Source: an optimization exercise on an open RTL-to-GDS flow (aim: small area, a short achievable clock period and few clock cycles per item). Production flows keep margins and buffers that such runs may drop.
At most, simulation tests tie the RTL to the original design; equivalence was not proved.
Power is estimated from default activity; no workload was simulated.

## fpu32
module fpu32 (
    input  wire        clk,
    input  wire        rst,
    input  wire        in_valid,
    input  wire [3:0]  in_op,
    input  wire [1:0]  in_rm,
    input  wire        in_cnan,
    input  wire [31:0] in_a,
    input  wire [31:0] in_b,
    input  wire [31:0] in_c,
    output wire        out_valid,
    output wire [31:0] out_result,
    output wire [4:0]  out_flags
);
==> flow/config.mk <==
export PLATFORM = sky130hd
export DESIGN_NAME = fpu32
export DESIGN_NICKNAME = fpu32
export VERILOG_FILES = /design/flow/design.v
export SDC_FILE = /design/flow/constraint.sdc
export NUM_CORES = 4
export LEC_CHECK = 0
export CAP_MARGIN = 20
export CORE_MARGIN = 2
export CORE_UTILIZATION = 40
export CTS_CLUSTER_DIAMETER = 100
export CTS_CLUSTER_SIZE = 25
export SLEW_MARGIN = 20
==> flow/constraint.sdc <==
create_clock -name core_clock -period 11.5 [get_ports {clk}]
set_input_delay 2.3000 -clock core_clock [delete_from_list [all_inputs] [get_ports {clk}]]
set_output_delay 2.3000 -clock core_clock [all_outputs]
set_load 0.01 [all_outputs]
standard.sh (not shown) runs the stock make flow with config.mk's settings and CLKGATE_MAP_FILE= SYNTH_SCRIPT=/design/flow/synth_recipe.tcl, a recipe that flattens the netlist after the stock synthesis.
==> flow/flow/run.sh <==
#!/bin/bash
# Layout flow: the standard synthesis unchanged, then the standard ORFS
# layout steps with a larger setup margin for the resizer's timing repair,
# so that it keeps improving paths well below the 11.5 ns clock.
set -euo pipefail
MARGIN=$(cat flow/margin.txt)
bash standard.sh synth > synth.log 2>&1
bash standard.sh SETUP_SLACK_MARGIN=$MARGIN finish > layout.log 2>&1
==> flow/flow/margin.txt <==
7.5
Testbench counts at the start, summed over its fixed seeds: cycles 16,056, items 16,000.
Then changed:
--- a/flow/design.v
+++ b/flow/design.v
@@ -129,53 +129,48 @@
             sp_take = 1'b1;
             if (z_zero)
                 sp_res = {(sp == sz) ? sp : (rm0 == RDN), 31'b0};
             else
                 sp_res = {sz, z[30:0]};
         end
     end
     wire a_nan  = (a[30:23] == 8'hFF) && (a[22:0] != 23'b0);
     wire b_nan  = (b[30:23] == 8'hFF) && (b[22:0] != 23'b0);
     wire a_snan = a_nan && !a[22];
     wire b_snan = b_nan && !b[22];
-    reg a_less_b;
-    always @(*) begin
-        if (a[31] != b[31])
-            a_less_b = a[31];
-        else if (a[31])
-            a_less_b = (a[30:0] > b[30:0]);
-        else
-            a_less_b = (a[30:0] < b[30:0]);
-    end
+    wire mag_lt = (a[30:0] < b[30:0]);
+    wire mag_eq = (a[30:0] == b[30:0]);
+    wire a_less_b = (a[31] != b[31]) ? a[31] : (a[31] ? !(mag_lt || mag_eq) : mag_lt);
+    wire a_eq_b   = mag_eq && (a[31] == b[31]);
     reg [31:0] misc_res;
     reg        misc_inv;
     always @(*) begin
         misc_res = 32'b0;
         misc_inv = 1'b0;
         case (op)
             OP_FNEG: misc_res = {~a[31], a[30:0]};
             OP_FABS: misc_res = {1'b0, a[30:0]};
             default: begin
                 if (a_snan || b_snan || (a_nan && b_nan)) begin
                     misc_inv = a_snan || b_snan;
                     if (cnan)       misc_res = DEFAULT_NAN;
                     else if (a_nan) misc_res = a | 32'h0040_0000;
                     else            misc_res = b | 32'h0040_0000;
                 end else if (a_nan) begin
                     misc_res = b;
                 end else if (b_nan) begin
                     misc_res = a;
                 end else if (op == OP_FMAX) begin
                     misc_res = a_less_b ? b : a;
                 end else begin
-                    misc_res = (a_less_b || a == b) ? a : b;
+                    misc_res = (a_less_b || a_eq_b) ? a : b;
                 end
             end
         endcase
     end
     wire        take  = !is_arith || sp_take;
     wire [31:0] v     = is_arith ? sp_res : misc_res;
     wire        inv0  = is_arith ? sp_inv : misc_inv;
     wire        expff = take && (v[30:23] == 8'hFF);
     wire [31:0] X  = take ? v : x;
     wire [31:0] Y  = take ? ONE : y;
     wire [31:0] Z  = take ? {v[31], 31'b0} : z;
Outcome: Count of clock-buffer cells in the layout stays the same; worst hold slack loses 9.1 ps; via count shrinks slightly; design area is about the same; power is about the same; non-clock buffer count shrinks by 27; die area rose slightly; global-route usage is about the same; clock power rose by a few percent; cell count is about the same; routed wire length fell slightly; utilization drops by 0.17 points; worst setup slack loses 99 ps; critical path depth decreases by 2.
Only the layout flow was run in the second run of this note; the RTL was not checked for function there.

re-timing with driven ports:
How much do the figures lean on ideal ports? The routed layouts below were timed once more, with nothing changed but the port constraints.
Step 1 sets driving cells, clkbuf_16 on the clock port and buf_2 on the other inputs (assumed; they add their load-dependent delay and slew).
Step 2 times the ports against the registers' clock, not the clock port: input delays grow and output delays shrink by t, the midpoint of the rising clock arrivals with the driver on.
a / b / c = ideal ports / drivers / drivers and shift; a / b = the first two.
| run | t, ns | slack for setup (ns) | worst setup path after step 2 | pins driven straight from the clock port |
|---|---|---|---|---|
| the first run | 0.713 | 7.552 / 7.536 / 6.880 | input to register | 1 |
| the second run | 0.734 | 7.453 / 7.453 / 6.791 | input to register | 1 |
After both steps every run listed still meets setup and hold. The setup slack of the first run, which loses most, moves by -0.016 ns with the drivers and by -0.672 ns with both steps.
